From an optimization exercise on the open Yosys and OpenROAD flow, aimed at small area, a short achievable clock period and few clock cycles per item; shortcuts taken in it are not production practice.
In this exercise RTL edits were held to simulation tests only and were not proved equivalent to the original.

## flow/design.v (module list and top-level ports; edited modules follow where they fit)
// module sfl_frame_check: 159 lines
module sfl_frame_check (
    input  wire         clk,
    input  wire         rst,             
    input  wire         start,           
    input  wire [383:0] frame,           
    input  wire [31:0]  cid,
    input  wire [1:0]   conn_state,      
    input  wire [15:0]  last_seq,        
    input  wire [15:0]  connect_seq,     
    output wire         ready,
    output reg          done,
    output wire         accept,
    output wire         ok_a,
    output wire         ok_b,
    output reg          hdr_ok,
    output reg          seq_ok,
    output wire         restart,
    output wire [7:0]   lost,
    output wire [3:0]   conn,
    output wire [7:0]   kind,
    output wire [15:0]  seq,
    output wire [15:0]  echo
);
  // ...
==> flow/flow/run.sh <==
#!/bin/bash
set -euo pipefail
MARGIN="${FLOW_SETUP_MARGIN:-6}"
bash standard.sh finish \
  "BUFFER_PORTS_ARGS=-buffer_cell sky130_fd_sc_hd__buf_1" \
  "SETUP_SLACK_MARGIN=${MARGIN}" > flow_make.log 2>&1
==> flow/standard.sh <==
#!/bin/bash
# synth_recipe.tcl (not shown) runs the flow's synth.tcl, then flattens the netlist and writes it again
# the make line also repeats each setting of config.mk as NAME=value (left out here)
make -C /OpenROAD-flow-scripts/flow DESIGN_CONFIG=/design/flow/config.mk WORK_HOME=/design/flow/orfs CLKGATE_MAP_FILE= SYNTH_SCRIPT=/design/flow/synth_recipe.tcl "${@:-finish}"
==> flow/config.mk <==
export PLATFORM = sky130hd
export DESIGN_NAME = sfl_frame_check
export DESIGN_NICKNAME = sfl_frame_check
export VERILOG_FILES = /design/flow/design.v
export SDC_FILE = /design/flow/constraint.sdc
export NUM_CORES = 4
export LEC_CHECK = 0
export CAP_MARGIN = 20
export CORE_MARGIN = 2
export CORE_UTILIZATION = 40
export SLEW_MARGIN = 20
==> flow/constraint.sdc <==
create_clock -name core_clock -period 10.0 [get_ports {clk}]
set_input_delay 2.0000 -clock core_clock [delete_from_list [all_inputs] [get_ports {clk}]]
set_output_delay 2.0000 -clock core_clock [all_outputs]
set_load 0.01 [all_outputs]
==> results.toml, run 1 <==
[yosys]
synthXorXnorAreaFrac_pct = 73.2
synth-edff-count = 0
synth_cell_type_count = 56
synthesis.area_per_instance_um2 = 8.65
syn_area_mm2 = 0.0246
post_synth_fa_ha_maj_area_fraction_pct = 0.843
synth_compound_gate_area_share_pct = 9.00
synth_flop_cell = "dfxtp_1"
synth-seq-area-share_pct = 6.50
synth-simple-area-share_pct = 5.74
largest_family_of_logic_cells_by_synthesized_area = "XOR/XNOR gates"
syn-instance-count = 2846
synthesis.yosys.warnings = 1

[place]
hpwlAfterDp_mm = 157
portBuffers = 512
dp_cells = 4105
pre_cts_slack_ns = 4.08

[clock_tree]
clock_tree.root_cell = "clkbuf_16"
ctsHoldBuffers = 0
max-clock-path-buffers = 2
post-cts-setup-buffer-count = 389
cts.htree.levels = 3

[outcome]
run_status = "aborted with a tool error"
flow.stopped_at = "global routing (5_1_grt)"
first-error = "[ERROR GRT-0116] Global routing finished with congestion. Check the congestion regions in the DRC Viewer."

[floorplan]
io-pin-count = 513
initial_utilization_pct = 40.6

[global_routing]
first_pass_grt_wire_length_mm = 322
grt_util_met1_pct = 72.9
grt_start_max_net_pins = 135
grt_pass1_vias = 34236
global_route.peak_usage_layer = "met2"
groute.usage.overall_pct = 72.5
grt_overflow_total = 348
Testbench counts, summed over its fixed seeds: cycles 16,000, frames 3,200.
==> run 2: changes to the inputs <==
--- a/flow/config.mk
+++ b/flow/config.mk
@@ -9,3 +9,3 @@
 export CORE_MARGIN = 2
-export CORE_UTILIZATION = 40
+export CORE_UTILIZATION = 30
 export SLEW_MARGIN = 20
==> run 2 against run 1 <==
Against the previous run: the run now finishes clean; area after synthesis unchanged; synthesized cell count unchanged.
==> results.toml, run 2 <==
[setup_path]
critical_path_arrival_ns = 4.88
worstRegToRegCells = 10
worst_setup_path_type = "in -> reg"
startpoint_type = "primary input"
worst_r2r_endpoint = "crc_a[1]$_DFF_P_"
worstReg2RegStart = "ph[2]$_SDFF_PP0_"
critPathMaxFanout = 4
register_to_register_setup_slack_ns = 5.53
endpoint_kind_of_the_worst_setup_timing_path = "flip-flop"
required_ns = 10.30

[global_routing]
first_pass_grt_wire_length_mm = 281
groute.usage.overall_pct = 51.1
grt_pass1_vias = 28257
antenna_found_initial = 21
grt_overflow_total = 0
grt_start_max_net_pins = 82

[floorplan]
num_rows = 105
fp.dieH_um = 290
initial_utilization_pct = 30.1
die-width_um = 290
io-pin-count = 513
floorplan_die_area_mm2 = 0.0844
placeableCoreArea_mm2 = 0.0817

[sta]
rsz0062_at_grt = "yes"
final_max_slew_viol_count = 0
fin_worst_skew_ns = 0.0234
timing.max_slew.rel_slack_pct = 34.5
final_period_minus_worst_setup_slack_ns = 4.58
final-hold-violation-count = 0
whs_ns = 0.706
final-setup-viol-count = 0
fmax_mhz = 218
worst_slew_pin_slew_ns = 0.981
setup_tns_final_ns = 0
pnr_worst_setup_slack_ns = 5.42
min_period_over_period_pct = 45.8

[yosys]
synth_common_cells = "xnor2_1 (1565), xor2_1 (390), a222oi_1 (116), dfxtp_1 (80), clkbuf_1 (71)"
synth_flop_cell = "dfxtp_1"
yosysTopAreaCell = "xnor2_1"
syn-instance-count = 2846
synth-seq-cells = 80
synthesis.area_per_instance_um2 = 8.65
synth-seq-area-share_pct = 6.50
synth_top_area_share_pct = 55.7
synthTopCellsByArea = "xnor2_1 (56%), xor2_1 (14%), dfxtp_1 (6.5%)"
synth_cell_type_count = 56
postSynthNetCount = 3315
synth-edff-count = 0
syn_area_mm2 = 0.0246
synthesis.yosys.warnings = 1
postSynth.asyncResetShare_pct = 0
synth.most_common_cell = "xnor2_1"

[layout]
layout_commonest_cell = "xnor2_1"
biggestRegsByFlops = "crc_a: 32 flops, crc_b: 32 flops, lost_r: 8 flops"
final_cell_mix = "xnor2_1 (756), buf_4 (641), xnor2_2 (575)"
layoutNonFillerInstCount = 5210
nets = 4596
final_layout_size_suffix_gt1_share_pct = 56.5
layout-area-overhead-vs-synth_pct = 110
layout.filler_cells = 6415
layout.core_utilization_pct = 63.3

[drt]
drc = 0
drt_iter0_drc = 4787
route.final.wire_length_mm = 229
first_pass_iters = 13
ant_nets = 0
avgViaCountPerCell = 5.89
dr_total_vias = 30665
routed_wire_length_per_instance_um = 43.9

[clock_tree]
cts.htree.levels = 3
cts_sinks = 80
worst_skew_pair.late_latency_ns = 0.44
max-clock-path-buffers = 2
clock_tree.root_cell = "clkbuf_16"
tritoncts = "yes"
cts.reportedPaths.clkPinSlew_ns = 0.08
number_of_buffers_inserted_during_clock_tree_synthesis = 9
ctsHoldBuffers = 0

[outcome]
run_status = "finished clean"

[run]
drv_cap = 0

[min_path]
timing.hold.worst.start = "ph[1]$_SDFF_PP0_"
worstHoldPathType = "reg -> reg"
hold_path_end = "ph[2]$_SDFF_PP0_"
holdPathStages = 1

[place]
gp_congestion = 1.09
hpwlAfterDp_mm = 184
dp_cells = 4417
pre_cts_slack_ns = 4.10
portBuffers = 512
==> run 2: cell counts after synthesis <==
No cell type changed its count.
==> run 2: kinds of logic (layout without fill, tap and decap cells) <==
| kind of cell | count (synthesis) | count (layout) | share of synthesized area, % |
|---|---|---|---|
| mux | 2 | 2 | 0.0864 |
| buf+inv | 227 | 1513 | 4.61 |
| compound gates | 283 | 283 | 9.00 |
| flops | 80 | 80 | 6.50 |
| fa+ha+maj | 16 | 16 | 0.843 |
| xor+xnor | 1997 | 1997 | 73.2 |
| other cells | 0 | 8 | 0 |
| simple gates | 241 | 241 | 5.74 |
==> run 2: critical path: stages <==
cell and delay, ns:
buf_8 0.10, a222oi_1 0.41, bufbuf_16 0.36, xnor2_4 0.15
xnor2_2 0.14, xor3_2 0.55, buf_6 0.17, xnor2_4 0.14
xnor2_2 0.16, xnor2_2 0.38, xnor2_1 0.16, xnor2_1 0.14
==> run 2: worst max path at each step <==
stage / to / slack [ns] / start / depth (start not counted)
after global placement: crc_b[15]$_DFF_P_ / 3.87 / frame[43] / 10
after global routing: crc_a[12]$_DFF_P_ / 5.46 / frame[12] / 12
after detailed placement: crc_a[10]$_DFF_P_ / 4.10 / frame[96] / 10
after floorplan: crc_a[25]$_DFF_P_ / 5.49 / frame[70] / 9
after CTS: crc_b[19]$_DFF_P_ / 5.58 / frame[73] / 11
final: crc_b[15]$_DFF_P_ / 5.42 / frame[48] / 12
==> run 2: final cells by class <==
class	instances	area, um^2	area share (%)
diodes	8	20.0	0.0387
clock buffers	10	250	0.484
clock inverters	6	96.3	0.186
inverters	26	115	0.222
multi-input cells	2539	34200	66.1
flip-flops and latches	80	1650	3.19
well taps	1070	1340	2.59
repair buffers	1471	14000	27.1
==> run 2: repair_timing <==
item,CTS,global route
resized for setup,1546,687
setup buffers,452,312
gates cloned,5,0
setup endpoints to repair,133,131
pin swaps,341,501
endpoints found under the hold margin,0,0
==> run 2: metrics by stage <==
step                area (um^2)
floorplan                 25600
finish                    51700
detailed placement        29100
CTS                       44100
global route              51700
global placement          29000
==> run 2: layer usage <==
metal	vias up	track usage [%]	wire, um
met5	-	0	196
met4	18	42.3	25700
met3	865	18.9	32100
met2	2742	73.3	92100
met1	15167	60.6	78700
li1	11873	-	-
==> run 3: changes to the inputs <==
--- a/flow/flow/run.sh
+++ b/flow/flow/run.sh
@@ -2,3 +2,3 @@
 set -euo pipefail
-MARGIN="${FLOW_SETUP_MARGIN:-6}"
+MARGIN="${FLOW_SETUP_MARGIN:-5}"
 bash standard.sh finish \
--- a/flow/config.mk
+++ b/flow/config.mk
@@ -11 +11,2 @@
 export SLEW_MARGIN = 20
+export TNS_END_PERCENT = 0
==> run 3 against run 2 <==
Against the previous run: still clean; first-iteration DRC count increased by 11%; synthesized cell count is the same; register-to-register slack worse by 0.94 ns; largest cell class unchanged; highest routed layer unchanged.
==> results.toml, run 3 <==
[outcome]
run_status = "finished clean"

[setup_path]
worst_setup_path_type = "in -> reg"
required_ns = 10.30
worstRegToRegCells = 10
crit_chain = "buf_1, a222oi_1, buf_4, xor2_1, xnor2_1, xnor2_1, xnor2_1, xor2_1, xnor2_1, xnor2_1"
startpoint_type = "primary input"
register_to_register_setup_slack_ns = 4.59
cp_slowest_stage_delay_ns = 0.71
slowest_stage = "xnor2_1"
critical_path_arrival_ns = 5.93
cp_common_cell = "xnor2_1"
critPathMaxFanout = 7
endpoint_kind_of_the_worst_setup_timing_path = "flip-flop"

[layout]
final_layout_size_suffix_gt1_share_pct = 9.03
layout_commonest_cell = "xnor2_1"
final_cell_mix = "xnor2_1 (1529), buf_1 (511), xor2_1 (387)"
layout.core_utilization_pct = 35.7
nets = 3854
layout-area-overhead-vs-synth_pct = 18.6
biggestRegsByFlops = "crc_a: 32 flops, crc_b: 32 flops, lost_r: 8 flops"

[clock_tree]
max-clock-path-buffers = 2
cts.htree.levels = 3
cts_sinks = 80
tritoncts = "yes"
worst_skew_pair.late_latency_ns = 0.44
ctsHoldBuffers = 0
number_of_buffers_inserted_during_clock_tree_synthesis = 9
cts.reportedPaths.clkPinSlew_ns = 0.08
clock_tree.root_cell = "clkbuf_16"

[yosys]
synth_top_area_share_pct = 55.7
synth_common_cells = "xnor2_1 (1565), xor2_1 (390), a222oi_1 (116), dfxtp_1 (80), clkbuf_1 (71)"
synthesis.area_per_instance_um2 = 8.65
postSynth.asyncResetShare_pct = 0
synth_cell_type_count = 56
synth.most_common_cell = "xnor2_1"
synth-seq-area-share_pct = 6.50
postSynthNetCount = 3315
yosysTopAreaCell = "xnor2_1"
syn-instance-count = 2846
synth-edff-count = 0
synth-seq-cells = 80
synth_flop_cell = "dfxtp_1"
syn_area_mm2 = 0.0246
synthTopCellsByArea = "xnor2_1 (56%), xor2_1 (14%), dfxtp_1 (6.5%)"
synthesis.yosys.warnings = 1

[global_routing]
grt_start_max_net_pins = 139
grt_overflow_total = 0
groute.usage.overall_pct = 47.8
grt_pass1_vias = 24669
first_pass_grt_wire_length_mm = 261
antenna_found_initial = 5

[sta]
final_period_minus_worst_setup_slack_ns = 5.63
worst_slew_pin_slew_ns = 1.31
final-setup-viol-count = 0
fin_worst_skew_ns = 0.0269
rsz0062_at_grt = "yes"
fmax_mhz = 178
timing.max_slew.rel_slack_pct = 12.3
final_max_slew_viol_count = 0
setup_tns_final_ns = 0
final-hold-violation-count = 0
min_period_over_period_pct = 56.3

[floorplan]
die-width_um = 290
num_rows = 105
io-pin-count = 513
floorplan_die_area_mm2 = 0.0844
fp.dieH_um = 290
placeableCoreArea_mm2 = 0.0817
initial_utilization_pct = 30.1

[place]
portBuffers = 512
gp_congestion = 1.11
hpwlAfterDp_mm = 181

[drt]
avgViaCountPerCell = 5.79
ant_nets = 0
routed_wire_length_per_instance_um = 46.7
route.final.wire_length_mm = 208
dr_total_vias = 25852
first_pass_iters = 14
drc = 0
drt_iter0_drc = 5314

[min_path]
worstHoldPathType = "reg -> reg"
holdPathStages = 1

[run]
drv_cap = 0
==> run 3: metrics by stage <==
step / setup slack, ns / instance area (um^2) / hold slack, ns / cells
after floorplan: 5.34 / 24600 / 0.859 / 2846
after CTS: 4.75 / 29100 / 0.657 / 4457
after global placement: 3.60 / 28600 / 0.643 / 4438
after detailed placement: 3.95 / 28600 / 0.645 / 4439
final: 4.37 / 29200 / 0.661 / 4464
after global routing: 4.65 / 29200 / 0.675 / 4461
==> run 3: final timing paths <==
check,startpoint,end
max,frame[156],crc_a[7]$_DFF_P_
min,ph[2]$_SDFF_PP0_,done$_SDFF_PP0_
max reg2reg,ph[0]$_SDFF_PP0_,crc_b[25]$_DFF_P_
min reg2reg,ph[2]$_SDFF_PP0_,done$_SDFF_PP0_
==> run 3: logic make-up after synthesis <==
logic type,share of synthesized area [%]
and+or+nand+nor,5.74
AOI/OAI and AO/OA,9.00
xor gates and xnor gates,73.2
muxes,0.0864
adders and majority gates,0.843
DFF,6.50
buffers and inverters,4.61
==> run 3: area by class of cell <==
class | instances | area [um^2]
diodes | 4 | 10.0
clock buffers | 9 | 225
clock inverters | 7 | 77.6
fillers | 8864 | 52500
inverters | 26 | 97.6
multi-input cells | 2539 | 22300
flip-flops and latches | 80 | 1610
well taps | 1070 | 1340
repair buffers | 729 | 3570
==> run 3: critical path, delay by kind of cell <==
| kind | cells | cell delay, ns |
|---|---|---|
| AOI/OAI and AO/OA | 1 | 0.61 |
| xor gates and xnor gates | 7 | 2.73 |
| buffers and inverters | 2 | 0.59 |
==> run 3: layer usage <==
metal	GRT usage [%]	routed length [um]	vias up
met5	0	32	-
met4	32.8	17300	6
met3	11.2	23100	452
met2	70.7	86100	2121
met1	61.2	81800	12796
li1	-	-	10477
==> run 3: timing repair <==
item	4_1_cts	5_1_grt
buffers inserted	2	2
pin swaps	1	1
setup endpoints to repair	61	70
resized for setup	23	7

## separate check: timing with driven ports
No port has a modelled driver above. Below, the same layouts with a new extraction and two added sets of constraints.
Step 1 sets driving cells, clkbuf_16 on the clock port and buf_2 on the other inputs (assumed; they add their load-dependent delay and slew).
Step 2 moves the port delays by t, midway between the first and last clock arrival at a register: inputs arrive t later, outputs are due t later. That takes back most of the time a late clock gives input paths.
Three values: no drivers, after step 1, after step 2; two values: the first two.
| run | t, ns | setup slack, ns | hold WS [ns] | worst slew at a driven data input, ns |
|---|---|---|---|---|
| run 2 | 0.495 | 5.423 / 5.450 / 4.955 | 0.706 / 0.706 / 0.706 | 0.32 |
| run 3 | 0.489 | 4.370 / 4.410 / 3.921 | 0.661 / 0.661 / 0.661 | 0.27 |
After both steps setup and hold are still met in every run listed. The setup slack of run 2, which loses most, moves by +0.027 ns with the drivers and by -0.468 ns with both steps.
